Source: an optimization exercise on an open RTL-to-GDS flow (aim: small area, a short achievable clock period and few clock cycles per item). Production flows keep margins and buffers that such runs may drop.
RTL that was checked went through simulation tests only; none was proved equivalent to the original.
No functional check of the RTL was part of runs 2 to 5.

--- flow/design.v ---
module dvn_sha256 (
    input  wire         clk,
    input  wire         rst,         
    input  wire         in_valid,
    output wire         in_ready,
    input  wire [31:0]  in_data,
    input  wire         in_first,    
    output wire         out_valid,
    output wire [255:0] digest
);
    localparam [31:0] IV0 = 32'h6a09e667, IV1 = 32'hbb67ae85,
                      IV2 = 32'h3c6ef372, IV3 = 32'ha54ff53a,
                      IV4 = 32'h510e527f, IV5 = 32'h9b05688c,
                      IV6 = 32'h1f83d9ab, IV7 = 32'h5be0cd19;
    reg  [3:0]  ph;           
    reg  [1:0]  q;            
    reg         run;          
    reg         fresh;        
    reg  [3:0]  wcnt;         
    reg         pend_first;   
    reg         cur_first;    
    reg         rdy_q;
    reg         done_q;
    reg  [31:0] w [0:15];
    reg  [31:0] a, b, c, d, e, f, g, h;
    reg  [31:0] ha0, ha1, ha2, ha3;    
    reg  [31:0] he0, he1, he2, he3;    
    wire accept  = in_valid & rdy_q;
    wire q3      = (q == 2'd3);
    wire ph15    = (ph == 4'd15);
    reg  last;        
    reg  add_en;      
    reg  ld_iv;       
    reg  fold_h;      
    reg  fold_iv;     
    wire slot_ok = ~run | q3;                      
    wire start_if = (wcnt == 4'd15);
    wire start   = accept & start_if;
    wire       run_na = run & ~last;
    wire       run_a  = start_if | run_na;
    wire       run_n  = accept ? run_a : run_na;
    wire [1:0] q_n    = (run & ph15) ? q + 2'd1 : q;    
    wire [3:0] ph_inc = ph + 4'd1;
    wire [3:0] ph_n   = fresh ? {3'd0, accept} : ph_inc;
    wire [3:0] wcnt_a = wcnt + 4'd1;                    
    wire [3:0] wcnt_n = accept ? wcnt_a : wcnt;
    wire       fresh_n = fresh & ~accept;
    wire       rdy_a  = ~start_if & (wcnt_a == ph_inc) & (~run_na | (q_n == 2'd3));
    wire       rdy_na = fresh | ((wcnt == ph_inc) & (~run_na | (q_n == 2'd3)));
    wire       rdy_n  = accept ? rdy_a : rdy_na;
    always @(posedge clk) begin
        if (rst) begin
            ph     <= 4'd0;
            q      <= 2'd0;
            run    <= 1'b0;
            fresh  <= 1'b1;
            wcnt   <= 4'd0;
            rdy_q  <= 1'b1;
            done_q <= 1'b0;
            last   <= 1'b0;
            add_en <= 1'b0;
            ld_iv  <= 1'b0;
            fold_h <= 1'b0;
            fold_iv <= 1'b0;
        end else begin
            ph     <= ph_n;
            q      <= q_n;
            run    <= run_n;
            fresh  <= fresh_n;
            wcnt   <= wcnt_n;
            rdy_q  <= rdy_n;
            done_q <= last;
            last   <= run & q3 & (ph == 4'd14);
            add_en <= run & q3 & ((ph == 4'd12) | (ph == 4'd13) | (ph == 4'd14));
            ld_iv  <= (ph == 4'd14) & slot_ok & (wcnt != 4'd0) & pend_first;
            fold_h <= run & q3 & (ph == 4'd14) & ~cur_first;
            fold_iv <= run & q3 & (ph == 4'd14) & cur_first;
        end
    end
    always @(posedge clk) begin
        if (accept && wcnt == 4'd0)
            pend_first <= in_first;
        if (start)
            cur_first <= pend_first;
    end
    assign in_ready  = rdy_q;
    assign out_valid = done_q;
    reg  [31:0] k_t;
    always @(*) begin
        case ({q_n, ph_inc})
            6'd0:  k_t = 32'h428a2f98;  6'd1:  k_t = 32'h71374491;
            6'd2:  k_t = 32'hb5c0fbcf;  6'd3:  k_t = 32'he9b5dba5;
            6'd4:  k_t = 32'h3956c25b;  6'd5:  k_t = 32'h59f111f1;
            6'd6:  k_t = 32'h923f82a4;  6'd7:  k_t = 32'hab1c5ed5;
            6'd8:  k_t = 32'hd807aa98;  6'd9:  k_t = 32'h12835b01;
            6'd10: k_t = 32'h243185be;  6'd11: k_t = 32'h550c7dc3;
            6'd12: k_t = 32'h72be5d74;  6'd13: k_t = 32'h80deb1fe;
            6'd14: k_t = 32'h9bdc06a7;  6'd15: k_t = 32'hc19bf174;
            6'd16: k_t = 32'he49b69c1;  6'd17: k_t = 32'hefbe4786;
            6'd18: k_t = 32'h0fc19dc6;  6'd19: k_t = 32'h240ca1cc;
            6'd20: k_t = 32'h2de92c6f;  6'd21: k_t = 32'h4a7484aa;
            6'd22: k_t = 32'h5cb0a9dc;  6'd23: k_t = 32'h76f988da;
            6'd24: k_t = 32'h983e5152;  6'd25: k_t = 32'ha831c66d;
            6'd26: k_t = 32'hb00327c8;  6'd27: k_t = 32'hbf597fc7;
            6'd28: k_t = 32'hc6e00bf3;  6'd29: k_t = 32'hd5a79147;
            6'd30: k_t = 32'h06ca6351;  6'd31: k_t = 32'h14292967;
            6'd32: k_t = 32'h27b70a85;  6'd33: k_t = 32'h2e1b2138;
            6'd34: k_t = 32'h4d2c6dfc;  6'd35: k_t = 32'h53380d13;
            6'd36: k_t = 32'h650a7354;  6'd37: k_t = 32'h766a0abb;
            6'd38: k_t = 32'h81c2c92e;  6'd39: k_t = 32'h92722c85;
            6'd40: k_t = 32'ha2bfe8a1;  6'd41: k_t = 32'ha81a664b;
            6'd42: k_t = 32'hc24b8b70;  6'd43: k_t = 32'hc76c51a3;
            6'd44: k_t = 32'hd192e819;  6'd45: k_t = 32'hd6990624;
            6'd46: k_t = 32'hf40e3585;  6'd47: k_t = 32'h106aa070;
            6'd48: k_t = 32'h19a4c116;  6'd49: k_t = 32'h1e376c08;
            6'd50: k_t = 32'h2748774c;  6'd51: k_t = 32'h34b0bcb5;
            6'd52: k_t = 32'h391c0cb3;  6'd53: k_t = 32'h4ed8aa4a;
            6'd54: k_t = 32'h5b9cca4f;  6'd55: k_t = 32'h682e6ff3;
            6'd56: k_t = 32'h748f82ee;  6'd57: k_t = 32'h78a5636f;
            6'd58: k_t = 32'h84c87814;  6'd59: k_t = 32'h8cc70208;
            6'd60: k_t = 32'h90befffa;  6'd61: k_t = 32'ha4506ceb;
            6'd62: k_t = 32'hbef9a3f7;  default: k_t = 32'hc67178f2;
        endcase
    end
    wire [31:0] big_s0 = {a[1:0], a[31:2]} ^ {a[12:0], a[31:13]} ^ {a[21:0], a[31:22]};
    wire [31:0] big_s1 = {e[5:0], e[31:6]} ^ {e[10:0], e[31:11]} ^ {e[24:0], e[31:25]};
    wire [31:0] ch     = (e & f) ^ (~e & g);
    wire [31:0] maj    = (a & b) | (c & (a | b));
    wire [31:0] fold_a = ({32{fold_h}} & ha1) | ({32{fold_iv}} & IV0);
    wire [31:0] fold_e = ({32{fold_h}} & he1) | ({32{fold_iv}} & IV4);
    reg  [31:0] hkw;
    wire [31:0] r1s = hkw ^ big_s1 ^ ch;
    wire [31:0] r1c = {((hkw & big_s1) | (ch & (hkw | big_s1))), 1'b0};
    wire [31:0] p1s = big_s0 ^ maj ^ fold_a;
    wire [31:0] p1c = {((big_s0 & maj) | (fold_a & (big_s0 | maj))), 1'b0};
    wire [31:0] a2s = r1s ^ r1c ^ p1s;
    wire [31:0] a2c = {((r1s & r1c) | (p1s & (r1s | r1c))), 1'b0};
    wire [31:0] a3s = a2s ^ a2c ^ p1c;
    wire [31:0] a3c = {((a2s & a2c) | (p1c & (a2s | a2c))), 1'b0};
    wire [31:0] a_rnd = a3s + a3c;
    wire [31:0] e2s = r1s ^ r1c ^ d;
    wire [31:0] e2c = {((r1s & r1c) | (d & (r1s | r1c))), 1'b0};
    wire [31:0] e3s = e2s ^ e2c ^ fold_e;
    wire [31:0] e3c = {((e2s & e2c) | (fold_e & (e2s | e2c))), 1'b0};
    wire [31:0] e_rnd = e3s + e3c;
    wire [31:0] sml_s0 = {w[1][6:0], w[1][31:7]} ^ {w[1][17:0], w[1][31:18]} ^ {3'b0, w[1][31:3]};
    wire [31:0] sml_s1 = {w[14][16:0], w[14][31:17]} ^ {w[14][18:0], w[14][31:19]} ^ {10'b0, w[14][31:10]};
    wire [31:0] w_next = sml_s1 + w[9] + sml_s0 + w[0];
    wire [31:0] in_word = {in_data[7:0], in_data[15:8], in_data[23:16], in_data[31:24]};
    integer i;
    always @(posedge clk) begin
        for (i = 0; i < 15; i = i + 1)
            w[i] <= w[i + 1];
        if (run & ~q3)
            w[15] <= w_next;
        else if (accept)
            w[15] <= in_word;
        else
            w[15] <= w[0];
    end
    wire [31:0] iv_a = ph[1] ? (ph[0] ? IV1 : IV2) : IV3;    
    wire [31:0] iv_e = ph[1] ? (ph[0] ? IV5 : IV6) : IV7;
    wire [31:0] opa1 = (add_en & cur_first) ? iv_a : ha0;
    wire [31:0] ope1 = (add_en & cur_first) ? iv_e : he0;
    wire [31:0] sum_a = opa1 + ({32{add_en}} & a);
    wire [31:0] sum_e = ope1 + ({32{add_en}} & e);
    always @(posedge clk) begin
        ha0 <= last ? a_rnd : ha1;
        ha1 <= ha2;
        ha2 <= ha3;
        ha3 <= sum_a;
        he0 <= last ? e_rnd : he1;
        he1 <= he2;
        he2 <= he3;
        he3 <= sum_e;
    end
    wire [31:0] h_nx = ld_iv ? IV7 : (last ? he2 : g);
    always @(posedge clk) begin
        if (ld_iv) begin
            a <= IV0; b <= IV1; c <= IV2; d <= IV3;
            e <= IV4; f <= IV5; g <= IV6;
        end else begin
            a <= run ? a_rnd : h;
            e <= run ? e_rnd : d;
            if (last) begin
                b <= sum_a; c <= ha3; d <= ha2;
                f <= sum_e; g <= he3;
            end else begin
                b <= a; c <= b; d <= c;
                f <= e; g <= f;
            end
        end
        h   <= h_nx;
        hkw <= h_nx + k_t + w[1];
    end
    wire [31:0] hw0 = ha0, hw1 = ha3, hw2 = ha2, hw3 = ha1;
    wire [31:0] hw4 = he0, hw5 = he3, hw6 = he2, hw7 = he1;
    assign digest = {
        hw7[7:0], hw7[15:8], hw7[23:16], hw7[31:24],
        hw6[7:0], hw6[15:8], hw6[23:16], hw6[31:24],
        hw5[7:0], hw5[15:8], hw5[23:16], hw5[31:24],
        hw4[7:0], hw4[15:8], hw4[23:16], hw4[31:24],
        hw3[7:0], hw3[15:8], hw3[23:16], hw3[31:24],
        hw2[7:0], hw2[15:8], hw2[23:16], hw2[31:24],
        hw1[7:0], hw1[15:8], hw1[23:16], hw1[31:24],
        hw0[7:0], hw0[15:8], hw0[23:16], hw0[31:24]};
endmodule
--- flow/run.sh ---
#!/bin/bash
# synth_recipe.tcl (not shown) runs the flow's synth.tcl, then flattens the netlist and writes it again
# the make line also repeats each setting of config.mk as NAME=value (left out here)
make -C /OpenROAD-flow-scripts/flow DESIGN_CONFIG=/design/flow/config.mk WORK_HOME=/design/flow/orfs CLKGATE_MAP_FILE= SYNTH_SCRIPT=/design/flow/synth_recipe.tcl finish
--- flow/config.mk ---
export PLATFORM = sky130hd
export DESIGN_NAME = dvn_sha256
export DESIGN_NICKNAME = dvn_sha256
export VERILOG_FILES = /design/flow/design.v
export SDC_FILE = /design/flow/constraint.sdc
export NUM_CORES = 4
export LEC_CHECK = 0
export CAP_MARGIN = 20
export CORE_MARGIN = 2
export CORE_UTILIZATION = 35
export SLEW_MARGIN = 20
--- flow/constraint.sdc ---
create_clock -name core_clock -period 20.0 [get_ports {clk}]
set_input_delay 4.0000 -clock core_clock [delete_from_list [all_inputs] [get_ports {clk}]]
set_output_delay 4.0000 -clock core_clock [all_outputs]
set_load 0.01 [all_outputs]
==> flow_summary.ini, run 1 <==
[outcome]
status = finished clean

[worst_setup_path]
startpoint = ph[1]
critical-path-top-delay-family = adder cells
max_stage_delay_ns = 1.07
cpMaxStageDelayCell = ha_2
worst_ep_required_time_ns = 20.63
path_cells = buf_4 -> ha_1 -> clkinv_1 -> ha_2 -> inv_1 -> buf_4 -> ha_1 -> o21ai_0 -> o21ai_0 -> a221oi_1 -> o21ai_0 -> fa_1 -> inv_1 -> ha_1 -> fa_1 -> a21oi_1 -> nand4b_1 -> a31oi_1 -> nand3_1 -> a311o_1 -> a21oi_1 -> a211o_1 -> a21oi_1 -> xnor2_1
cp-end-kind = flip-flop
worstPathArrival_ns = 8.41
crit_type = reg2reg
r2r-start = ph[1]
start_kind = flip-flop
worst-path-buf-inv = 5
crit_fanout = 48

[clock_network]
cts_resized = 0
cts.sinks = 1077
cts.clk_slew.worst_paths_ns = 0.07
clock_latency_ns = 0.78
cts_tree = yes
numCtsBuffers = 112
cts_setup_buffers = 0
cts.htree.levels = 3
root_buffer = clkbuf_16
cts-hold-fix-buffers = 0
cts_max_path_buffers = 3

[timing]
slew_headroom_pct = 28.5
max_freq_ghz = 0.129
slew_viol_final = 0
grt_setup_unrepaired = no
setup_violations = 0
min_period_ns = 7.77
min_period_over_period_pct = 38.9
clock_skew_ns = 0.0641
tightest_slew_ns = 1.07
setup-tns-final_ns = 0
finalHoldViolations = 0

[place]
portBuffers = 293
dp_hpwl_mm = 146
place_congestion = 0.966
postPlaceCellArea_um2 = 56100
placed_cells = 7166

[synthesis]
postSynth.asyncResetShare_pct = 0
yosysWarnings = 2
ys_ff_latch = 1077
seq_area_frac_synth_pct = 42.1
syn_area_um2 = 51300
yosysUniqueCellTypes = 86
postSynthAreaPerCell_um2 = 9.92
synthCells = 5167
synth_fp_nets = 5693
synth_edf_count = 2
synth_ff_type = dfxtp_1

[cells_and_area]
area_growth_pct = 17.3
fin_util_pct = 41.3
layout_common_cells = dfxtp_1, inv_1, nand2_1, xnor2_1, clkdlybuf4s50_1
nets = 5889
final_layout_size_suffix_gt1_share_pct = 7.09
final_cell_area_um2 = 60100
stdcell_count = 7380
final_common_cell = dfxtp_1

[route]
via_count = 37988
ant_nets = 0
drc = 0
drtPass1Iterations = 6
wirelength_mm = 186
drt_iter0_drc = 3279
wl_per_cell_um = 25.2
routed_via_density = 5.15

[grt]
grt_use_total_pct = 24.4
grt_pass1_vias = 37532
grt_pass1_wl_mm = 265
grt-ovfl-total = 0
antenna_found_initial = 8
grt_max_degree = 100

[die]
std_cell_rows = 140
start_util_pct = 35.2
coreArea_um2 = 146000
ios = 294
die_area_um2 = 150000
die_y_um = 387
die_w_um = 387

[run]
drv_cap = 0

[worst_hold_path]
min_path_type = reg2reg
hold_start = w[2][2]
==> kinds of logic after synthesis <==
| logic type | after synthesis | share of synthesized area (%) |
|---|---|---|
| xor+xnor | 425 | 7.26 |
| mux | 304 | 6.18 |
| flops | 1077 | 42.1 |
| simple gates | 1074 | 9.63 |
| fa+ha+maj | 519 | 16.6 |
| buf+inv | 814 | 6.07 |
| compound gates | 954 | 12.1 |
==> layout make-up <==
type | count | area [um^2]
fillers | 14180 | 85400
multi-input cells | 3276 | 26700
flip-flops and latches | 1077 | 21600
repair buffers | 339 | 3290
clock buffers | 139 | 3060
well taps | 1917 | 2400
inverters | 557 | 2090
clock inverters | 71 | 995
diodes | 4 | 10.0
==> registers in the layout, indices dropped and copies added, names as in the netlist, 2 cells and up <==
signal,flops
a,32
b,32
c,32
d,32
e,32
f,32
g,32
h,32
ha0,32
ha1,32
ha2,32
ha3,32
he0,32
he1,32
he2,32
he3,32
hkw,32
ph,4
q,2
w,512
wcnt,4
==> per-stage QoR <==
step | hold slack, ns | setup slack, ns
2_1_floorplan | 0.310 | 14.37
3_3_place_gp | 0.310 | 12.44
5_1_grt | 0.315 | 11.79
3_5_place_dp | 0.312 | 12.40
6_report | 0.302 | 12.23
4_1_cts | 0.304 | 12.40
==> synthesized netlist by cell type (11+ instances only) <==
cell | count | area [um^2]
buf_1 | 35 | 131
clkbuf_1 | 210 | 788
or3_1 | 13 | 81.3
nor3_1 | 57 | 285
xnor2_1 | 336 | 2940
a311oi_1 | 21 | 184
o31ai_1 | 16 | 120
ha_1 | 210 | 2630
o211ai_1 | 43 | 323
mux2i_1 | 223 | 2230
and2_1 | 104 | 651
and3_1 | 16 | 100
nor2b_1 | 48 | 300
a211o_1 | 21 | 184
a31oi_1 | 39 | 244
o21bai_1 | 28 | 210
fa_1 | 280 | 5610
nand2b_1 | 36 | 225
a21oi_1 | 279 | 1400
dfxtp_1 | 1075 | 21500
a21o_1 | 124 | 931
o21ai_0 | 170 | 851
o21a_1 | 24 | 180
nand4_1 | 24 | 150
a221oi_1 | 11 | 96.3
mux2_2 | 79 | 890
or2_2 | 18 | 113
nor2_1 | 292 | 1100
a211oi_1 | 53 | 398
o221ai_1 | 11 | 96.3
o22ai_1 | 12 | 75.1
inv_1 | 555 | 2080
nand3_1 | 65 | 325
maj3_1 | 29 | 290
nand2_1 | 375 | 1410
xor2_1 | 89 | 780
==> layer usage <==
layer	wire (um)	GRT usage, %	up-vias
met1	75100	29.8	18841
met3	11000	4.21	315
met5	12	0	-
met4	8250	9.94	2
met2	91600	42.4	1293
li1	-	-	17537
==> worst paths after layout <==
| kind | to | slack (ns) | cells after the start |
|---|---|---|---|
| min reg2reg | w[1][2] | 0.30 | 0 |
| min | w[1][2] | 0.30 | 0 |
| max reg2reg | hkw[31] | 12.23 | 24 |
| max | hkw[31] | 12.23 | 24 |
Testbench counts, summed over its fixed seeds: cycles 24,712, blocks 384.
==> run 2: changes to the inputs <==
--- a/flow/design.v
+++ b/flow/design.v
@@ -22,4 +22,5 @@
     reg         rdy_q;
     reg         done_q;
+    reg  [5:0]  kidx;         
     reg  [31:0] w [0:15];
     reg  [31:0] a, b, c, d, e, f, g, h;
@@ -83,4 +84,5 @@
         if (start)
             cur_first <= pend_first;
+        kidx <= {((run & (ph == 4'd14)) ? q + 2'd1 : q_n), ph + 4'd2};
     end
     assign in_ready  = rdy_q;
@@ -88,5 +90,5 @@
     reg  [31:0] k_t;
     always @(*) begin
-        case ({q_n, ph_inc})
+        case (kidx)
             6'd0:  k_t = 32'h428a2f98;  6'd1:  k_t = 32'h71374491;
             6'd2:  k_t = 32'hb5c0fbcf;  6'd3:  k_t = 32'he9b5dba5;
==> flow/flow/run.sh (new file) <==
#!/bin/bash
set -euo pipefail
bash standard.sh SETUP_SLACK_MARGIN=${MARGIN:-14} finish > flow.log 2>&1
==> flow/standard.sh (new file) <==
#!/bin/bash
# synth_recipe.tcl (not shown) runs the flow's synth.tcl, then flattens the netlist and writes it again
# the make line also repeats each setting of config.mk as NAME=value (left out here)
make -C /OpenROAD-flow-scripts/flow DESIGN_CONFIG=/design/flow/config.mk WORK_HOME=/design/flow/orfs CLKGATE_MAP_FILE= SYNTH_SCRIPT=/design/flow/synth_recipe.tcl "${@:-finish}"
removed: flow/run.sh
==> flow_summary.ini, run 2 <==
[cells_and_area]
area_growth_pct = 17.2
final_common_cell = dfxtp_1
layout_common_cells = dfxtp_1, inv_1, nand2_1, xnor2_1, nor2_1
final_layout_size_suffix_gt1_share_pct = 7.18
nets = 5876
fillers = 14266
largest_register_ffs = 512
final_cell_area_um2 = 60600
regMostFlops = w

[route]
drc = 0
ant_nets = 0
wl_per_cell_um = 25.1
drtPass1Iterations = 8
drt_iter0_drc = 3371
via_count = 38174
wirelength_mm = 185
routed_via_density = 5.17

[worst_setup_path]
worst-path-buf-inv = 1
crit_type = reg2out
rrSetupSlack_ns = 14.31
worstPathArrival_ns = 1.98
path_cells = clkdlybuf4s50_1
critical-path-top-delay-family = buffers and inverters
max_stage_delay_ns = 0.63
reg2regPathDepth = 16
cpMaxStageDelayCell = clkdlybuf4s50_1
start_kind = flip-flop
r2r-start = e[29]
cp-end-kind = primary output
worst_ep_required_time_ns = 16.00
crit_fanout = 3
r2r_end = e[30]

[clock_network]
root_buffer = clkbuf_16
numCtsBuffers = 116
cts.clk_slew.worst_paths_ns = 0.06
cts_tree = yes
cts.sinks = 1109
cts_setup_buffers = 0
cts_max_path_buffers = 3
clock_latency_ns = 0.77
cts.htree.levels = 3
cts-hold-fix-buffers = 0

[grt]
top_usage_layer = met2
use_met2_pct = 40.5
antenna_found_initial = 7
grtUsageMet3_pct = 3.48
met1_usage_pct = 30.3
grt_pass1_wl_mm = 263
grt_use_total_pct = 24.0
grt-ovfl-total = 0
grt_pass1_vias = 37471
grt_max_degree = 96

[timing]
finalHoldViolations = 0
slew_viol_final = 0
setup-tns-final_ns = 0
tightest_slew_ns = 1.04
setup_violations = 0
min_period_ns = 5.98
max_freq_ghz = 0.167
grt_setup_unrepaired = no
min_period_over_period_pct = 29.9
worst_slack_ns = 14.02
clock_skew_ns = 0.0623
slew_headroom_pct = 29.1

[worst_hold_path]
min_path_type = reg2reg
hold_path_depth = 0
hold_end = w[1][7]
hold_start = w[2][7]

[synthesis]
synth_fp_nets = 5691
synth_ff_type = dfxtp_1
synth_edf_count = 2
postSynthAreaPerCell_um2 = 10.0
postSynth.asyncResetShare_pct = 0
synthTopCellsByCount = dfxtp_1, inv_1, nand2_1
seq_area_frac_synth_pct = 43.0
yosys.area.top_type = dfxtp_1
syn_area_um2 = 51700
yosysUniqueCellTypes = 89
synthCells = 5163
yosys.cell_count.top_type = dfxtp_1
ys_ff_latch = 1109
yosysWarnings = 2
synthTopCellsByArea = dfxtp_1, fa_1, xnor2_1, ha_1, mux2i_1
netlist.area_leader.share_pct = 42.8

[run]
drv_cap = 0

[outcome]
status = finished clean

[place]
dp_hpwl_mm = 143
postPlaceCellArea_um2 = 56500
place_congestion = 0.964
portBuffers = 293
post-place-ws_ns = 14.28

[die]
start_util_pct = 35.1
coreArea_um2 = 147000
die_y_um = 388
die_area_um2 = 151000
std_cell_rows = 141
die_w_um = 388
ios = 294
## run 2: cell types whose count changed in the layout (fill, tap and decap cells not counted), moves of 12 or more
cell,before,now
inv_1,554,493
mux2i_1,222,192
a31oi_1,39,66
nor2_1,287,314
o21ai_1,4,28
and3_1,16,37
dfxtp_1,1069,1089
a21oi_1,279,261
o21ai_0,169,152
o211ai_1,43,27
xor2_1,87,101
dfxtp_2,3,15
or2_2,18,6
## run 2: per-layer routing
| metal | vias up | part of all wire (%) |
|---|---|---|
| met5 | - | 0.020 |
| met4 | 6 | 5.0 |
| met3 | 348 | 6.2 |
| met2 | 1498 | 48 |
| met1 | 18846 | 41 |
| li1 | 17476 | - |
## run 2: how the worst max path moves through the flow
stage / from / to / cells past startpoint
3_3_place_gp: in_valid / rdy_q / 7
6_report: he1[25] / digest[225] / 1
4_1_cts: he1[25] / digest[225] / 1
5_1_grt: he1[24] / digest[224] / 1
3_5_place_dp: in_valid / cur_first / 5
2_1_floorplan: in_valid / pend_first / 5
## run 2: cell type report
| type | instances | area, um^2 | share of cell area (%) |
|---|---|---|---|
| multi-input combinational | 3287 | 26700 | 44.1 |
| sequential | 1109 | 22300 | 36.7 |
| clock buffer | 161 | 3310 | 5.46 |
| timing repair buffer | 337 | 3280 | 5.41 |
| tap | 1930 | 2410 | 3.98 |
| inverter | 497 | 1870 | 3.08 |
| clock inverter | 58 | 788 | 1.30 |
| antenna | 6 | 15.0 | 0.0248 |
## run 2: kinds of logic (layout without fill, tap and decap cells)
logic type	Yosys count	in the layout	synth area share, %
AOI/OAI and AO/OA	939	939	11.9
muxes	279	279	5.78
xor gates and xnor gates	437	437	7.40
buffers and inverters	767	1053	5.57
and+or+nand+nor	1111	1111	9.88
DFF	1109	1109	43.0
other	0	6	0
adders and majority gates	521	521	16.5
## run 2: through the flow
step / util, % / instances / hold WS [ns]
final: 41.2 / 7385 / 0.294
after global routing: 41.2 / 7379 / 0.286
after CTS: 41.1 / 7379 / 0.288
after detailed placement: 38.4 / 7160 / 0.312
after global placement: 38.4 / 7160 / 0.310
after floorplan: - / 5163 / 0.310
## run 2: timing repair
action,4_1_cts,5_1_grt
resized for setup,9,5
gates cloned,0,0
endpoints found under the setup margin,9,9
==> run 3: changes to the inputs <==
==> flow/flow/run.sh (replaced) <==
#!/bin/bash
set -euo pipefail
bash standard.sh SETUP_SLACK_MARGIN=${MARGIN:-15.5} \
  "BUFFER_PORTS_ARGS=-buffer_cell sky130_fd_sc_hd__buf_2" finish > flow.log 2>&1
==> flow_summary.ini, run 3 <==
[outcome]
status = finished clean

[clock_network]
numCtsBuffers = 116
cts.htree.levels = 3
cts_tree = yes
cts_max_path_buffers = 3
cts.clk_slew.worst_paths_ns = 0.07
cts.sinks = 1109
clock_latency_ns = 0.77
cts-hold-fix-buffers = 0
root_buffer = clkbuf_16

[place]
postPlaceCellArea_um2 = 55300
place_congestion = 0.967
dp_hpwl_mm = 145
portBuffers = 293

[route]
drtPass1Iterations = 6
drt_iter0_drc = 3474
wl_per_cell_um = 25.5
ant_nets = 0
routed_via_density = 5.22
drc = 0
wirelength_mm = 198
via_count = 40428

[worst_setup_path]
critical-path-top-delay-family = flip-flops
crit_fanout = 3
worst_ep_required_time_ns = 16.00
cp-end-kind = primary output
start_kind = flip-flop
worst-path-buf-inv = 1
crit_type = reg2out
startpoint = he3[28]
r2r-start = e[6]
cpMaxStageDelayCell = dfxtp_4
worstPathArrival_ns = 1.32
path_cells = buf_6
max_stage_delay_ns = 0.44

[grt]
grt_use_total_pct = 25.5
grt_pass1_vias = 40272
grtUsageMet3_pct = 6.17
top_usage_layer = met2
met1_usage_pct = 30.7
grt-ovfl-total = 0
grt_max_degree = 81
antenna_found_initial = 20
use_met2_pct = 41.9
grt_pass1_wl_mm = 278

[timing]
min_period_over_period_pct = 26.6
grt_setup_unrepaired = yes
slew_headroom_pct = 32.6
max_freq_ghz = 0.188
setup-tns-final_ns = 0
setup_violations = 0
finalHoldViolations = 0
tightest_slew_ns = 0.986
clock_skew_ns = 0.0447
min_period_ns = 5.32
slew_viol_final = 0

[synthesis]
netlist.area_leader.share_pct = 42.8
synth_fp_nets = 5691
seq_area_frac_synth_pct = 43.0
syn_area_um2 = 51700
yosysWarnings = 2
synth_ff_type = dfxtp_1
synthCells = 5163
synthTopCellsByCount = dfxtp_1, inv_1, nand2_1
yosys.area.top_type = dfxtp_1
synth_edf_count = 2
postSynth.asyncResetShare_pct = 0
ys_ff_latch = 1109
synthTopCellsByArea = dfxtp_1, fa_1, xnor2_1, ha_1, mux2i_1
yosysUniqueCellTypes = 89
postSynthAreaPerCell_um2 = 10.0
yosys.cell_count.top_type = dfxtp_1

[die]
die_area_um2 = 151000
die_w_um = 388
start_util_pct = 35.1
die_y_um = 388
std_cell_rows = 141
coreArea_um2 = 147000
ios = 294

[cells_and_area]
seq_area_um2 = 23100
final_cell_area_um2 = 67000
final_common_cell = dfxtp_1
layout_common_cells = dfxtp_1, inv_1, nand2_1, buf_4, buf_6
fillers = 13744
final_layout_size_suffix_gt1_share_pct = 28.8
nets = 6236
regMostFlops = w
area_growth_pct = 29.5
multi_input_area_um2 = 28800
largest_register_ffs = 512

[run]
drv_cap = 0

[worst_hold_path]
min_path_type = reg2reg
hold_start = w[2][21]
run 3: cell counts after synthesis:
No cell type changed its count.
run 3: through the flow:
stage | worst slack, ns | hold slack, ns | cells | util [%]
floorplan | 15.07 | 0.310 | 5163 | -
global placement | 14.40 | 0.310 | 7157 | 37.5
detailed placement | 14.39 | 0.312 | 7158 | 37.5
CTS | 14.65 | 0.323 | 7676 | 44.5
global route | 14.64 | 0.326 | 7738 | 45.5
finish | 14.68 | 0.318 | 7748 | 45.5
run 3: timing repair:
action / CTS / global route
buffers inserted: 298 / 60
gates cloned: 2 / 2
gates resized for setup: 1022 / 212
pin swaps: 111 / 111
endpoints found under the setup margin: 487 / 392
run 3: cells by family after synthesis:
family,after synthesis,synth area share (%)
xor+xnor,437,7.40
simple gates,1111,9.88
fa+ha+maj,521,16.5
flops,1109,43.0
buf+inv,767,5.57
compound gates,939,11.9
mux,279,5.78
run 3: layout make-up:
| type | instances | share of cell area [%] |
|---|---|---|
| Timing Repair Buffer | 696 | 9.78 |
| Antenna cell | 10 | 0.0374 |
| Clock buffer | 147 | 4.79 |
| Sequential cell | 1109 | 34.5 |
| Inverter | 497 | 2.83 |
| Multi-Input combinational cell | 3288 | 43.0 |
| Clock inverter | 71 | 1.45 |
| Tap cell | 1930 | 3.60 |
run 3: worst paths after layout:
kind                 end  slack [ns]  cells after the start
min reg2reg     w[1][21]        0.32                      0
max          digest[164]       14.68                      1
max reg2reg        e[30]       14.94                     18
min             w[1][21]        0.32                      0
run 3: per-layer routing:
layer | up-vias | wire, um
met5 | - | 102
li1 | 18217 | -
met3 | 468 | 16600
met4 | 8 | 12200
met2 | 1771 | 92400
met1 | 19964 | 76400
==> run 4: changes to the inputs <==
==> flow/flow/run.sh (replaced) <==
#!/bin/bash
set -euo pipefail
bash standard.sh SETUP_SLACK_MARGIN=${MARGIN:-14} \
  "BUFFER_PORTS_ARGS=-buffer_cell sky130_fd_sc_hd__buf_2" finish > flow.log 2>&1
--- a/flow/config.mk
+++ b/flow/config.mk
@@ -9,3 +9,5 @@
 export CORE_MARGIN = 2
 export CORE_UTILIZATION = 35
+export CTS_BUF_LIST = sky130_fd_sc_hd__clkbuf_8
+export CTS_CLUSTER_SIZE = 20
 export SLEW_MARGIN = 20
==> flow_summary.ini, run 4 <==
[clock_network]
numCtsBuffers = 186
cts.clk_slew.worst_paths_ns = 0.07
clock_latency_ns = 0.95
cts.sinks = 1109
cts_setup_buffers = 0
cts.htree.levels = 4
cts_tree = yes
cts_max_path_buffers = 3
root_buffer = clkbuf_8

[cells_and_area]
fillers = 14541
regMostFlops = w
area_growth_pct = 15.0
final_cell_area_um2 = 59500
nets = 5944
fin_util_pct = 40.4
largest_register_ffs = 512
final_layout_size_suffix_gt1_share_pct = 13.9
seq_area_um2 = 22200
layout_common_cells = dfxtp_1, inv_1, nand2_1, xnor2_1, nor2_1
multi_input_area_um2 = 26700
final_common_cell = dfxtp_1

[synthesis]
netlist.area_leader.share_pct = 42.8
seq_area_frac_synth_pct = 43.0
synthTopCellsByArea = dfxtp_1, fa_1, xnor2_1, ha_1, mux2i_1
postSynthAreaPerCell_um2 = 10.0
synth_fp_nets = 5691
yosys.area.top_type = dfxtp_1
syn_area_um2 = 51700
synth_edf_count = 2
yosys.cell_count.top_type = dfxtp_1
yosysWarnings = 2
yosysUniqueCellTypes = 89
ys_ff_latch = 1109
synth_ff_type = dfxtp_1
synthCells = 5163
synthTopCellsByCount = dfxtp_1, inv_1, nand2_1
postSynth.asyncResetShare_pct = 0

[worst_setup_path]
crit_type = reg2reg
worst-path-buf-inv = 2
path_cells = xnor2_1 -> xnor2_1 -> fa_1 -> inv_1 -> fa_1 -> fa_1 -> inv_1 -> ha_1 -> o21ai_0 -> or4_1 -> a311oi_2 -> o31ai_2 -> o21ai_1 -> a21oi_1 -> o21ai_1 -> xor2_1 -> a211o_1
start_kind = flip-flop
critical-path-top-delay-family = adder cells
worstPathArrival_ns = 6.70
cp-end-kind = flip-flop
crit_top_cell = fa_1
max_stage_delay_ns = 0.67
worst_ep_required_time_ns = 20.80
crit_fanout = 6
cpMaxStageDelayCell = dfxtp_1

[timing]
clock_skew_ns = 0.0632
min_period_over_period_pct = 29.5
grt_setup_unrepaired = no
setup_violations = 0
finalHoldViolations = 0
max_freq_ghz = 0.170
tightest_slew_ns = 1.08
slew_viol_final = 0
slew_headroom_pct = 27.8
min_period_ns = 5.90
worst_slack_ns = 14.10
setup-tns-final_ns = 0
finalHoldWorstSlack_ns = 0.291

[die]
die_area_um2 = 151000
std_cell_rows = 141
start_util_pct = 35.1
die_y_um = 388
coreArea_um2 = 147000
ios = 294
die_w_um = 388

[worst_hold_path]
min_path_type = reg2reg

[route]
drc = 0
drtPass1Iterations = 8
drt_iter0_drc = 3327
via_count = 38789
wirelength_mm = 187
ant_nets = 0
wl_per_cell_um = 24.9
routed_via_density = 5.17

[outcome]
status = finished clean

[run]
drv_cap = 0

[grt]
grt-ovfl-total = 0
grt_pass1_wl_mm = 265
antenna_found_initial = 14
grt_max_degree = 91
grt_pass1_vias = 38200
grt_use_total_pct = 24.3

[place]
postPlaceCellArea_um2 = 55000
dp_hpwl_mm = 144
place_congestion = 0.983
portBuffers = 293
post-place-ws_ns = 14.11
-- run 4: cell count changes in the layout (fill, tap and decap cells not counted), sizes merged --
cell	delta
clkinv	+4
bufinv	+9
and2	-1
buf	-358
clkinvlp	-1
inv	+29
bufbuf	-2
clkbuf	+80
diode	-4
-- run 4: through the flow --
step | cells
after floorplan | 5163
after global placement | 7158
after detailed placement | 7158
after CTS | 7498
after global routing | 7500
final | 7504
-- run 4: path summary, 6_finish.rpt --
path                                  to  slack [ns]  cells past startpoint      from
worst max-delay path               e[30]       14.10                     17      e[9]
worst min-delay path            w[6][14]        0.29                      0  w[7][14]
worst max register to register     e[30]       14.10                     17      e[9]
worst min register to register  w[6][14]        0.29                      0  w[7][14]
-- run 4: per-layer routing --
metal  up-vias  wire length, um  track usage, %
met5         -               40               0
met4         6            11900            14.6
met3       468            12200            3.92
met2      1672            86600            39.3
met1     18977            76300            30.5
li1      17666                -               -
-- run 4: repair_timing --
action,4_1_cts,5_1_grt
endpoints found under the hold margin,0,0
hold buffers,0,0
endpoints found under the setup margin,0,15
gates resized for setup,0,4
-- run 4: area by class of cell --
cell class,instances,area share (%)
Antenna cell,6,0.0252
Clock buffer,228,5.27
Clock inverter,112,2.17
Inverter,497,3.14
Multi-Input combinational cell,3287,44.9
Sequential cell,1109,37.4
Tap cell,1930,4.06
Timing Repair Buffer,335,3.04
-- run 4: kinds of logic (layout without fill, tap and decap cells) --
logic type,Yosys count,in the layout,synth area share (%)
xor gates and xnor gates,437,437,7.40
buffers and inverters,767,1172,5.57
DFF,1109,1109,43.0
AOI/OAI and AO/OA,939,939,11.9
other,0,6,0
and+or+nand+nor,1111,1111,9.88
adders and majority gates,521,521,16.5
muxes,279,279,5.78
-- run 4: worst reg2reg max path, delay by kind of cell (launching register included) --
family | cells | cell delay, ns
adders and majority gates | 4 | 1.82
xor gates and xnor gates | 3 | 0.70
buffers and inverters | 2 | 0.15
AOI/OAI and AO/OA | 7 | 1.80
DFF | 1 | 0.67
and+or+nand+nor | 1 | 0.64
==> run 5: changes to the inputs <==
==> flow/flow/run.sh (replaced) <==
#!/bin/bash
set -euo pipefail
bash standard.sh SETUP_SLACK_MARGIN=${MARGIN:-14.65} \
  "BUFFER_PORTS_ARGS=-buffer_cell sky130_fd_sc_hd__buf_2" finish > flow.log 2>&1
--- a/flow/config.mk
+++ b/flow/config.mk
@@ -8,6 +8,6 @@
 export CAP_MARGIN = 20
 export CORE_MARGIN = 2
-export CORE_UTILIZATION = 35
-export CTS_BUF_LIST = sky130_fd_sc_hd__clkbuf_8
-export CTS_CLUSTER_SIZE = 20
+export CORE_UTILIZATION = 50
+export CTS_CLUSTER_DIAMETER = 80
+export CTS_CLUSTER_SIZE = 30
 export SLEW_MARGIN = 20
==> flow_summary.ini, run 5 <==
[timing]
setup_violations = 0
clock_skew_ns = 0.0316
setup-tns-final_ns = 0
grt_setup_unrepaired = yes
max_freq_ghz = 0.188
min_period_ns = 5.33
slew_viol_final = 0
finalHoldViolations = 0
min_period_over_period_pct = 26.7
finalHoldWorstSlack_ns = 0.319
tightest_slew_ns = 1.18
slew_headroom_pct = 20.8

[worst_setup_path]
start_kind = flip-flop
max_stage_delay_ns = 0.45
critical-path-top-delay-family = flip-flops
crit_fanout = 4
cp-end-kind = primary output
worst_ep_required_time_ns = 16.00
crit_type = reg2out
worst-path-buf-inv = 1
cpMaxStageDelayCell = dfxtp_2
worstPathArrival_ns = 1.33
path_cells = buf_2

[grt]
antenna_found_initial = 15
grt_pass1_wl_mm = 253
grt_pass1_vias = 36430
grt_use_total_pct = 32.8
grt-ovfl-total = 0
grt_max_degree = 108

[route]
wirelength_mm = 178
drtPass1Iterations = 6
ant_nets = 0
via_count = 37731
routed_via_density = 5.63
wl_per_cell_um = 26.5
drt_iter0_drc = 3473
drc = 0

[synthesis]
yosysUniqueCellTypes = 89
yosys.cell_count.top_type = dfxtp_1
postSynth.asyncResetShare_pct = 0
synth_edf_count = 2
synthCells = 5163
synthTopCellsByCount = dfxtp_1, inv_1, nand2_1
netlist.area_leader.share_pct = 42.8
yosys.area.top_type = dfxtp_1
synthTopCellsByArea = dfxtp_1, fa_1, xnor2_1, ha_1, mux2i_1
syn_area_um2 = 51700
synth_fp_nets = 5691
synth_ff_type = dfxtp_1
ys_ff_latch = 1109
yosysWarnings = 2
postSynthAreaPerCell_um2 = 10.0
seq_area_frac_synth_pct = 43.0

[die]
die_w_um = 326
die_area_um2 = 106000
coreArea_um2 = 102000
die_y_um = 326
std_cell_rows = 117
ios = 294
start_util_pct = 50.6

[cells_and_area]
nets = 5828
stdcell_count = 6704
final_layout_size_suffix_gt1_share_pct = 13.3
largest_register_ffs = 512
area_growth_pct = 9.96
regMostFlops = w
layout_common_cells = dfxtp_1, inv_1, nand2_1, xnor2_1, nor2_1
final_common_cell = dfxtp_1
fillers = 9348
fin_util_pct = 55.7

[clock_network]
cts_tree = yes
root_buffer = clkbuf_16
cts.sinks = 1109
numCtsBuffers = 53
cts.htree.levels = 2
clock_latency_ns = 0.72
cts.clk_slew.worst_paths_ns = 0.11
cts_max_path_buffers = 3

[place]
place_congestion = 0.990
portBuffers = 293
dp_hpwl_mm = 138
placed_cells = 6596

[run]
drv_cap = 0

[outcome]
status = finished clean

[worst_hold_path]
min_path_type = reg2reg
run 5: cell counts after synthesis:
No cell type changed its count.
run 5: repair_timing:
| item | in CTS | in global routing |
|---|---|---|
| hold buffers | 0 | 0 |
| pin swaps | 1 | 12 |
| endpoints found under the setup margin | 114 | 65 |
| resized for setup | 110 | 72 |
| gates cloned | 0 | 1 |
| setup buffers | 1 | 15 |
run 5: logic make-up after synthesis:
family	share of synthesized area (%)
xor gates and xnor gates	7.40
buffers and inverters	5.57
muxes	5.78
DFF	43.0
adders and majority gates	16.5
AOI/OAI and AO/OA	11.9
and+or+nand+nor	9.88
run 5: path summary, 6_finish.rpt:
kind         startpoint          end  slack [ns]  depth (start not counted)
max             he1[27]  digest[227]       14.67                          1
min             w[7][2]      w[6][2]        0.32                          0
max reg2reg       e[18]        e[30]       14.80                         16
min reg2reg     w[7][2]      w[6][2]        0.32                          0
run 5: stage by stage:
step	area [um^2]	setup WS, ns
2_1_floorplan	51700	14.72
3_3_place_gp	54300	14.13
3_5_place_dp	54300	14.12
4_1_cts	56500	14.65
5_1_grt	56900	14.58
6_report	56900	14.67
run 5: metal layers:
metal / vias up / wire length (um) / track usage, %
li1: 17316 / - / -
met1: 18538 / 71800 / 41.6
met2: 1500 / 83900 / 54.4
met3: 375 / 11200 / 4.36
met4: 2 / 11000 / 17.5
met5: - / 7 / 0
run 5: final cells by class:
cell class | instances | area, um^2 | share of cell area [%]
Antenna cell | 2 | 5.00 | 0.00880
Clock buffer | 57 | 1360 | 2.39
Clock inverter | 32 | 571 | 1.00
Inverter | 497 | 1870 | 3.28
Multi-Input combinational cell | 3287 | 26900 | 47.3
Sequential cell | 1109 | 22400 | 39.4
Tap cell | 1368 | 1710 | 3.01
Timing Repair Buffer | 352 | 2050 | 3.61
==> run 6: changes to the inputs <==
--- a/flow/design.v
+++ b/flow/design.v
@@ -88,41 +88,22 @@
     assign in_ready  = rdy_q;
     assign out_valid = done_q;
-    reg  [31:0] k_t;
-    always @(*) begin
-        case (kidx)
-            6'd0:  k_t = 32'h428a2f98;  6'd1:  k_t = 32'h71374491;
-            6'd2:  k_t = 32'hb5c0fbcf;  6'd3:  k_t = 32'he9b5dba5;
-            6'd4:  k_t = 32'h3956c25b;  6'd5:  k_t = 32'h59f111f1;
-            6'd6:  k_t = 32'h923f82a4;  6'd7:  k_t = 32'hab1c5ed5;
-            6'd8:  k_t = 32'hd807aa98;  6'd9:  k_t = 32'h12835b01;
-            6'd10: k_t = 32'h243185be;  6'd11: k_t = 32'h550c7dc3;
-            6'd12: k_t = 32'h72be5d74;  6'd13: k_t = 32'h80deb1fe;
-            6'd14: k_t = 32'h9bdc06a7;  6'd15: k_t = 32'hc19bf174;
-            6'd16: k_t = 32'he49b69c1;  6'd17: k_t = 32'hefbe4786;
-            6'd18: k_t = 32'h0fc19dc6;  6'd19: k_t = 32'h240ca1cc;
-            6'd20: k_t = 32'h2de92c6f;  6'd21: k_t = 32'h4a7484aa;
-            6'd22: k_t = 32'h5cb0a9dc;  6'd23: k_t = 32'h76f988da;
-            6'd24: k_t = 32'h983e5152;  6'd25: k_t = 32'ha831c66d;
-            6'd26: k_t = 32'hb00327c8;  6'd27: k_t = 32'hbf597fc7;
-            6'd28: k_t = 32'hc6e00bf3;  6'd29: k_t = 32'hd5a79147;
-            6'd30: k_t = 32'h06ca6351;  6'd31: k_t = 32'h14292967;
-            6'd32: k_t = 32'h27b70a85;  6'd33: k_t = 32'h2e1b2138;
-            6'd34: k_t = 32'h4d2c6dfc;  6'd35: k_t = 32'h53380d13;
-            6'd36: k_t = 32'h650a7354;  6'd37: k_t = 32'h766a0abb;
-            6'd38: k_t = 32'h81c2c92e;  6'd39: k_t = 32'h92722c85;
-            6'd40: k_t = 32'ha2bfe8a1;  6'd41: k_t = 32'ha81a664b;
-            6'd42: k_t = 32'hc24b8b70;  6'd43: k_t = 32'hc76c51a3;
-            6'd44: k_t = 32'hd192e819;  6'd45: k_t = 32'hd6990624;
-            6'd46: k_t = 32'hf40e3585;  6'd47: k_t = 32'h106aa070;
-            6'd48: k_t = 32'h19a4c116;  6'd49: k_t = 32'h1e376c08;
-            6'd50: k_t = 32'h2748774c;  6'd51: k_t = 32'h34b0bcb5;
-            6'd52: k_t = 32'h391c0cb3;  6'd53: k_t = 32'h4ed8aa4a;
-            6'd54: k_t = 32'h5b9cca4f;  6'd55: k_t = 32'h682e6ff3;
-            6'd56: k_t = 32'h748f82ee;  6'd57: k_t = 32'h78a5636f;
-            6'd58: k_t = 32'h84c87814;  6'd59: k_t = 32'h8cc70208;
-            6'd60: k_t = 32'h90befffa;  6'd61: k_t = 32'ha4506ceb;
-            6'd62: k_t = 32'hbef9a3f7;  default: k_t = 32'hc67178f2;
-        endcase
-    end
+    localparam [2047:0] KTAB = {
+        32'hc67178f2, 32'hbef9a3f7, 32'ha4506ceb, 32'h90befffa,
+        32'h8cc70208, 32'h84c87814, 32'h78a5636f, 32'h748f82ee,
+        32'h682e6ff3, 32'h5b9cca4f, 32'h4ed8aa4a, 32'h391c0cb3,
+        32'h34b0bcb5, 32'h2748774c, 32'h1e376c08, 32'h19a4c116,
+        32'h106aa070, 32'hf40e3585, 32'hd6990624, 32'hd192e819,
+        32'hc76c51a3, 32'hc24b8b70, 32'ha81a664b, 32'ha2bfe8a1,
+        32'h92722c85, 32'h81c2c92e, 32'h766a0abb, 32'h650a7354,
+        32'h53380d13, 32'h4d2c6dfc, 32'h2e1b2138, 32'h27b70a85,
+        32'h14292967, 32'h06ca6351, 32'hd5a79147, 32'hc6e00bf3,
+        32'hbf597fc7, 32'hb00327c8, 32'ha831c66d, 32'h983e5152,
+        32'h76f988da, 32'h5cb0a9dc, 32'h4a7484aa, 32'h2de92c6f,
+        32'h240ca1cc, 32'h0fc19dc6, 32'hefbe4786, 32'he49b69c1,
+        32'hc19bf174, 32'h9bdc06a7, 32'h80deb1fe, 32'h72be5d74,
+        32'h550c7dc3, 32'h243185be, 32'h12835b01, 32'hd807aa98,
+        32'hab1c5ed5, 32'h923f82a4, 32'h59f111f1, 32'h3956c25b,
+        32'he9b5dba5, 32'hb5c0fbcf, 32'h71374491, 32'h428a2f98};
+    wire [31:0] k_t = KTAB[{kidx, 5'd0} +: 32];
     wire [31:0] big_s0 = {a[1:0], a[31:2]} ^ {a[12:0], a[31:13]} ^ {a[21:0], a[31:22]};
     wire [31:0] big_s1 = {e[5:0], e[31:6]} ^ {e[10:0], e[31:11]} ^ {e[24:0], e[31:25]};
==> flow/flow/run.sh (replaced) <==
#!/bin/bash
set -euo pipefail
bash standard.sh SETUP_SLACK_MARGIN=${MARGIN:-14.5} \
  "BUFFER_PORTS_ARGS=-buffer_cell sky130_fd_sc_hd__buf_2" finish > flow.log 2>&1
--- a/flow/config.mk
+++ b/flow/config.mk
@@ -8,6 +8,4 @@
 export CAP_MARGIN = 20
 export CORE_MARGIN = 2
-export CORE_UTILIZATION = 50
-export CTS_CLUSTER_DIAMETER = 80
-export CTS_CLUSTER_SIZE = 30
+export CORE_UTILIZATION = 60
 export SLEW_MARGIN = 20
==> flow_summary.ini, run 6 <==
[timing]
min_period_ns = 5.46
tightest_slew_ns = 1.23
slew_headroom_pct = 17.7
grt_setup_unrepaired = yes
max_freq_ghz = 0.183
finalHoldViolations = 0
clock_skew_ns = 0.0441
min_period_over_period_pct = 27.3
slew_viol_final = 0
setup-tns-final_ns = 0
setup_violations = 0

[clock_network]
cts.sinks = 1083
cts.htree.levels = 3
cts_tree = yes
clock_latency_ns = 0.73
numCtsBuffers = 105
cts_max_path_buffers = 3
root_buffer = clkbuf_16
cts.clk_slew.worst_paths_ns = 0.06
cts-hold-fix-buffers = 0

[worst_setup_path]
crit_type = reg2reg
worst_ep_required_time_ns = 20.57
path_cells = mux2_2 -> fa_1 -> inv_1 -> fa_1 -> fa_1 -> inv_1 -> ha_1 -> o211ai_1 -> a21oi_2 -> o2111ai_1 -> a31oi_4 -> a21oi_4 -> a31oi_1 -> or3_1 -> and4bb_2 -> a2111oi_2
max_stage_delay_ns = 0.64
cp-end-kind = flip-flop
cpMaxStageDelayCell = fa_1
worstPathArrival_ns = 6.02
start_kind = flip-flop
crit_top_cell = fa_1
crit_fanout = 6
rrSetupSlack_ns = 14.54

[worst_hold_path]
min_path_type = reg2reg

[grt]
antenna_found_initial = 12
grt_pass1_vias = 36987
grt-ovfl-total = 0
grt_max_degree = 144
grt_pass1_wl_mm = 242
grt_use_total_pct = 38.6

[route]
via_count = 37999
wirelength_mm = 170
wl_per_cell_um = 26.2
drc = 0
drt_iter0_drc = 3413
ant_nets = 0
routed_via_density = 5.87
drtPass1Iterations = 8

[cells_and_area]
regMostFlops = w
area_growth_pct = 12.0
fin_util_pct = 68.1
layout_common_cells = dfxtp_1, inv_1, nand2_1, xnor2_1, nor2_1
nets = 5768
final_common_cell = dfxtp_1
final_layout_size_suffix_gt1_share_pct = 13.4
largest_register_ffs = 512

[synthesis]
yosysUniqueCellTypes = 101
seq_area_frac_synth_pct = 42.6
syn_area_um2 = 51000
postSynthAreaPerCell_um2 = 10.1
postSynth.asyncResetShare_pct = 0
synth_fp_nets = 5581
synthTopCellsByCount = dfxtp_1, inv_1, nand2_1
synth_edf_count = 2
synthTopCellsByArea = dfxtp_1, fa_1, xnor2_1, ha_1, mux2i_1
yosys.cell_count.top_type = dfxtp_1
yosysWarnings = 2
yosys.area.top_type = dfxtp_1
synth_ff_type = dfxtp_1
synthCells = 5058
netlist.area_leader.share_pct = 42.4
ys_ff_latch = 1083

[die]
die_w_um = 296
coreArea_um2 = 84000
start_util_pct = 60.7
ios = 294
std_cell_rows = 106
die_y_um = 296
die_area_um2 = 87300

[place]
portBuffers = 293
place_congestion = 1.04
dp_hpwl_mm = 129

[run]
drv_cap = 0

[outcome]
status = finished clean
-- run 6: cell types whose count changed after synthesis, sizes merged, moves of 9 or more --
| cell | change |
|---|---|
| xor2 | -14 |
| nor2b | -17 |
| a21o | -9 |
| nor3 | -32 |
| clkbuf | -20 |
| nor2 | -17 |
| a21boi | +9 |
| nand3 | +14 |
| nand2 | -14 |
| dfxtp | -26 |
| o211ai | +19 |
-- run 6: area by class of cell --
type,instances,area (um^2)
clock buffer,139,2930
inverter,500,1890
timing repair inverter,1,7.51
fill,6667,26800
multi-input combinational,3222,26500
timing repair buffer,332,1800
tap,1134,1420
sequential,1083,21800
clock inverter,52,781
antenna,12,30.0
-- run 6: cell families after synthesis --
family          synth area share [%]
xor+xnor                        7.40
flops                           42.6
compound gates                  12.2
simple gates                    9.55
fa+ha+maj                       16.6
buf+inv                         5.59
mux                             6.09
-- run 6: final timing paths --
| path | end | startpoint | depth (start not counted) |
|---|---|---|---|
| worst max register to register | e[31] | e[3] | 16 |
| worst min register to register | w[9][17] | w[10][17] | 0 |
| worst max-delay path | e[31] | e[3] | 16 |
| worst min-delay path | w[9][17] | w[10][17] | 0 |
-- run 6: worst max-delay path, delay by kind of cell (launching register included) --
kind,cells,cell delay (ns)
flops,1,0.58
buf+inv,2,0.14
mux,1,0.41
simple gates,2,0.78
compound gates,7,1.42
fa+ha+maj,4,1.95
-- run 6: through the flow --
stage	instances	area [um^2]	setup slack [ns]	hold WS (ns)
6_report	6475	57100	14.54	0.312
5_1_grt	6463	57100	14.30	0.313
4_1_cts	6460	57000	14.53	0.315
3_5_place_dp	6265	53200	13.70	0.312
3_3_place_gp	6265	53200	13.83	0.310
2_1_floorplan	5058	51000	14.57	0.310
-- run 6: what timing repair did --
item | CTS | global route
endpoints found under the hold margin | 0 | 0
gates resized for setup | 15 | 33
pin swaps | 0 | 4
endpoints found under the setup margin | 27 | 46
buffers inserted | 3 | 3
cloned | 1 | 0
-- run 6: per-layer routing --
metal	routed length (um)	vias to the layer above	global-route usage, %
met1	63600	18427	46.2
met2	79100	1846	62.6
met4	14200	6	27.8
li1	-	17156	-
met3	12800	564	7.33
met5	72	-	0
Testbench counts of run 6, summed over its fixed seeds: cycles 24,712, blocks 384.
==> run 7: changes to the inputs <==
--- a/flow/config.mk
+++ b/flow/config.mk
@@ -8,4 +8,4 @@
 export CAP_MARGIN = 20
 export CORE_MARGIN = 2
-export CORE_UTILIZATION = 60
+export CORE_UTILIZATION = 50
 export SLEW_MARGIN = 20
==> flow_summary.ini, run 7 <==
[grt]
grt_use_total_pct = 33.1
antenna_found_initial = 12
grt_max_degree = 110
grt_pass1_wl_mm = 247
grt-ovfl-total = 0
grt_pass1_vias = 36140

[worst_setup_path]
max_stage_delay_ns = 0.56
path_cells = buf_2
worstPathArrival_ns = 1.50
crit_type = reg2out
worst_ep_required_time_ns = 16.00
reg2regPathDepth = 16
path_depth = 1
cpMaxStageDelayCell = dfxtp_1
cp-end-kind = primary output
r2r_end = e[30]
crit_fanout = 3
start_kind = flip-flop
rrSetupSlack_ns = 14.64
r2r-start = e[24]
worst-path-buf-inv = 1
critical-path-top-delay-family = flip-flops

[synthesis]
synthCells = 5058
yosys.cell_count.top_type = dfxtp_1
synth_ff_type = dfxtp_1
postSynth.asyncResetShare_pct = 0
synthTopCellsByCount = dfxtp_1, inv_1, nand2_1
synth_fp_nets = 5581
postSynthAreaPerCell_um2 = 10.1
yosysWarnings = 2
yosysUniqueCellTypes = 101
yosys.area.top_type = dfxtp_1
seq_area_frac_synth_pct = 42.6
ys_ff_latch = 1083
synthTopCellsByArea = dfxtp_1, fa_1, xnor2_1, ha_1, mux2i_1
netlist.area_leader.share_pct = 42.4
syn_area_um2 = 51000
synth_edf_count = 2

[route]
routed_via_density = 5.51
drc = 0
wirelength_met1_mm = 68.5
via_count = 37065
ant_nets = 0
drtPass1Iterations = 6
routed.top_layer = met5
wl_per_cell_um = 26.0
wirelength_mm = 175
drt_iter0_drc = 2979
wl_met3_mm = 10.6
wl_met2_mm = 84.4

[run]
drv_cap = 0

[die]
die_area_um2 = 105000
die_y_um = 323
std_cell_rows = 117
ios = 294
die_w_um = 323
coreArea_um2 = 101000
start_util_pct = 50.3

[timing]
slew_viol_final = 0
min_period_ns = 5.50
setup-tns-final_ns = 0
slew_headroom_pct = 24.9
grt_setup_unrepaired = yes
setup_violations = 0
max_freq_ghz = 0.182
clock_skew_ns = 0.0644
min_period_over_period_pct = 27.5
tightest_slew_ns = 1.12
finalHoldViolations = 0

[clock_network]
root_buffer = clkbuf_16
cts-hold-fix-buffers = 0
cts.clk_slew.worst_paths_ns = 0.06
cts.sinks = 1083
cts.htree.levels = 3
numCtsBuffers = 110
clock_latency_ns = 0.76
cts_max_path_buffers = 3
cts_tree = yes

[place]
portBuffers = 293
dp_hpwl_mm = 135
place_congestion = 0.984

[cells_and_area]
layout_common_cells = dfxtp_1, inv_1, nand2_1, xnor2_1, nor2_1
final_common_cell = dfxtp_1
fin_util_pct = 57.0
fillers = 9085
largest_register_ffs = 512
regMostFlops = w
area_growth_pct = 13.3
nets = 5778
final_layout_size_suffix_gt1_share_pct = 13.9

[worst_hold_path]
hold_path_depth = 0
hold_end = w[10][11]
min_path_type = reg2reg
hold_start = w[11][11]

[outcome]
status = finished clean
==> run 7: changes by cell type in the layout (fill, tap and decap cells not counted), sizes merged <==
cell,before,now
buf,331,337
bufinv,13,15
clkbuf,140,147
clkinv,28,26
diode,12,10
inv,504,505
==> run 7: per-layer routing <==
| metal | up-vias | track usage (%) |
|---|---|---|
| met5 | - | 0 |
| met4 | 2 | 18.5 |
| li1 | 17192 | - |
| met1 | 18152 | 40.4 |
| met2 | 1309 | 56.2 |
| met3 | 410 | 4.78 |
==> run 7: final cells by class <==
cell class              count  area, um^2  area share [%]
diodes                     10        25.0          0.0433
inverters                 500        1890            3.27
multi-input cells        3222       26600            46.0
clock buffers             147        3110            5.39
repair buffers            337        1860            3.21
well taps                1368        1710            2.96
clock inverters            53         856            1.48
repair inverters            1        5.00         0.00866
flip-flops and latches   1083       21800            37.7
==> run 7: through the flow <==
stage                     hold slack (ns)  cell area [um^2]  worst slack, ns  instances
after detailed placement            0.312             53600            13.55       6506
after CTS                           0.302             57600            14.41       6706
after floorplan                     0.310             51000            14.57       5058
after global placement              0.310             53600            13.68       6506
after global routing                0.316             57800            14.40       6711
final                               0.306             57800            14.50       6721
==> run 7: worst max path at each step <==
stage / start / end / slack (ns)
floorplan: kidx[1] / hkw[31] / 14.57
global placement: kidx[1] / hkw[31] / 13.68
detailed placement: kidx[1] / hkw[31] / 13.55
CTS: kidx[2] / hkw[31] / 14.41
global route: kidx[4] / hkw[31] / 14.40
finish: he3[31] / digest[167] / 14.50
==> run 7: logic make-up after synthesis <==
group | Yosys count | synth area share (%)
AOI/OAI and AO/OA | 931 | 12.2
xor gates and xnor gates | 431 | 7.40
adders and majority gates | 516 | 16.6
buffers and inverters | 753 | 5.59
DFF | 1083 | 42.6
muxes | 289 | 6.09
and+or+nand+nor | 1055 | 9.55
==> run 7: timing repair <==
item / 4_1_cts / 5_1_grt
pin swaps: 0 / 1
gates resized for setup: 20 / 48
gates cloned: 0 / 1
setup endpoints to repair: 42 / 42
buffers inserted: 0 / 4
==> run 8: changes to the inputs <==
--- a/flow/config.mk
+++ b/flow/config.mk
@@ -9,3 +9,5 @@
 export CORE_MARGIN = 2
 export CORE_UTILIZATION = 50
+export CTS_CLUSTER_DIAMETER = 70
+export CTS_CLUSTER_SIZE = 24
 export SLEW_MARGIN = 20
==> flow_summary.ini, run 8 <==
[worst_setup_path]
critical-path-top-delay-family = flip-flops
cp-end-kind = primary output
worstPathArrival_ns = 1.51
path_cells = buf_2
start_kind = flip-flop
max_stage_delay_ns = 0.60
crit_fanout = 4
crit_type = reg2out
cpMaxStageDelayCell = dfxtp_1
worst_ep_required_time_ns = 16.00
worst-path-buf-inv = 1

[synthesis]
synthTopCellsByCount = dfxtp_1, inv_1, nand2_1
synthCells = 5058
yosys.area.top_type = dfxtp_1
postSynthAreaPerCell_um2 = 10.1
yosys.cell_count.top_type = dfxtp_1
netlist.area_leader.share_pct = 42.4
yosysWarnings = 2
yosysUniqueCellTypes = 101
synth_ff_type = dfxtp_1
syn_area_um2 = 51000
synthTopCellsByArea = dfxtp_1, fa_1, xnor2_1, ha_1, mux2i_1
postSynth.asyncResetShare_pct = 0
seq_area_frac_synth_pct = 42.6
synth_edf_count = 2
ys_ff_latch = 1083
synth_fp_nets = 5581

[clock_network]
cts-hold-fix-buffers = 0
cts.htree.levels = 3
cts.sinks = 1083
root_buffer = clkbuf_16
cts.clk_slew.worst_paths_ns = 0.09
cts_tree = yes
numCtsBuffers = 73
cts_max_path_buffers = 3
clock_latency_ns = 0.70

[place]
post-place-ws_ns = 13.55
dp_hpwl_mm = 135
portBuffers = 293
place_congestion = 0.984
placed_cells = 6506

[worst_hold_path]
min_path_type = reg2reg

[timing]
worst_slack_ns = 14.49
slew_viol_final = 0
slew_headroom_pct = 23.0
setup_violations = 0
clock_skew_ns = 0.0402
setup-tns-final_ns = 0
finalHoldWorstSlack_ns = 0.312
min_period_ns = 5.51
min_period_over_period_pct = 27.6
finalHoldViolations = 0
tightest_slew_ns = 1.15
grt_setup_unrepaired = yes
max_freq_ghz = 0.181

[die]
start_util_pct = 50.3
die_y_um = 323
ios = 294
coreArea_um2 = 101000
std_cell_rows = 117
die_w_um = 323
die_area_um2 = 105000

[grt]
antenna_found_initial = 13
grt_pass1_wl_mm = 245
grt-ovfl-total = 0
grt_max_degree = 110
grt_use_total_pct = 32.9
grt_pass1_vias = 35652

[cells_and_area]
stdcell_count = 6636
area_growth_pct = 10.6
layout_common_cells = dfxtp_1, inv_1, nand2_1, xnor2_1, nor2_1
fillers = 9198
largest_register_ffs = 512
nets = 5741
regMostFlops = w
final_common_cell = dfxtp_1
multi_input_area_um2 = 26600
seq_area_um2 = 21800
final_layout_size_suffix_gt1_share_pct = 12.8

[route]
wl_per_cell_um = 26.1
wirelength_mm = 173
drtPass1Iterations = 5
via_count = 36766
drc = 0
routed_via_density = 5.54
ant_nets = 0
drt_iter0_drc = 2751

[run]
drv_cap = 0

[outcome]
status = finished clean
run 8: cell counts after synthesis:
Identical to the previous run, type by type.
run 8: routing by layer:
metal / global-route usage, % / wire length, um / vias to the layer above / share of wire [%]
met4: 18.9 / 11700 / 8 / 6.7
met2: 55.5 / 83300 / 1265 / 48
met3: 5.05 / 10200 / 388 / 5.9
met1: 39.9 / 68100 / 18044 / 39
li1: - / - / 17061 / -
met5: 0 / 61 / - / 0.035
run 8: what timing repair did:
action | 4_1_cts | 5_1_grt
endpoints found under the hold margin | 0 | 0
setup buffers | 0 | 4
resized for setup | 19 | 51
endpoints found under the setup margin | 39 | 39
pin swaps | 0 | 3
cloned | 0 | 1
run 8: area by class of cell:
class	count	area share [%]
Tap cell	1368	3.03
Clock buffer	77	3.32
Sequential cell	1083	38.6
Timing Repair Buffer	337	3.31
Timing Repair inverter	1	0.00887
Inverter	500	3.35
Multi-Input combinational cell	3222	47.1
Antenna cell	3	0.0133
Clock inverter	45	1.28
run 8: logic make-up after synthesis:
family                   Yosys count  share of synthesized area, %
flip-flops                      1083                          42.6
AND/OR/NAND/NOR                 1055                          9.55
AO/OA/AOI/OAI                    931                          12.2
buffers and inverters            753                          5.59
adder cells (fa/ha/maj)          516                          16.6
XOR/XNOR                         431                          7.40
multiplexers                     289                          6.09
run 8: final timing paths:
path / to / slack (ns) / start / cells past startpoint
worst min register to register: w[12][15] / 0.31 / w[13][15] / 0
worst min-delay path: w[12][15] / 0.31 / w[13][15] / 0
worst max-delay path: digest[238] / 14.49 / he1[22] / 1
worst max register to register: e[30] / 14.59 / e[25] / 17
run 8: per-stage QoR:
step	instance area (um^2)	utilization (%)
global placement	53600	52.8
floorplan	51000	-
detailed placement	53600	52.8
finish	56400	55.6
global route	56400	55.6
CTS	56200	55.4

static timing again, ports no longer ideal:
The results above use ideal ports. As a check the final layouts listed here were re-extracted and re-timed, cells and wires unchanged. Step 1 assumes that a clkbuf_16 drives the clock port and a buf_2 every other input. Step 2, shift: input delay + t, output delay - t, t = (earliest + latest rising clock arrival at the registers) / 2. This alone moves slack from input paths to output paths. Three values: no drivers, after step 1, after step 2; two values: the first two.
run	t (ns)	setup slack, ns	worst slew at a driven data input, ns	cell pins on the clock port's net
run 1	0.823	12.226 / 12.226 / 12.226	0.05	1
run 2	0.818	14.022 / 13.948 / 14.234	0.04	1
run 3	0.821	14.677 / 14.608 / 14.738	0.07	1
run 4	1.003	14.102 / 14.102 / 14.102	0.06	1
run 5	0.775	14.668 / 14.596 / 14.394	0.04	1
run 6	0.778	14.543 / 14.475 / 14.352	0.07	1
run 7	0.800	14.502 / 14.426 / 14.323	0.08	1
run 8	0.760	14.487 / 14.409 / 14.331	0.08	1
After both steps every run listed still meets setup and hold. For run 5, which loses most, drivers alone change the setup slack by -0.072 ns; drivers and shift together by -0.274 ns.
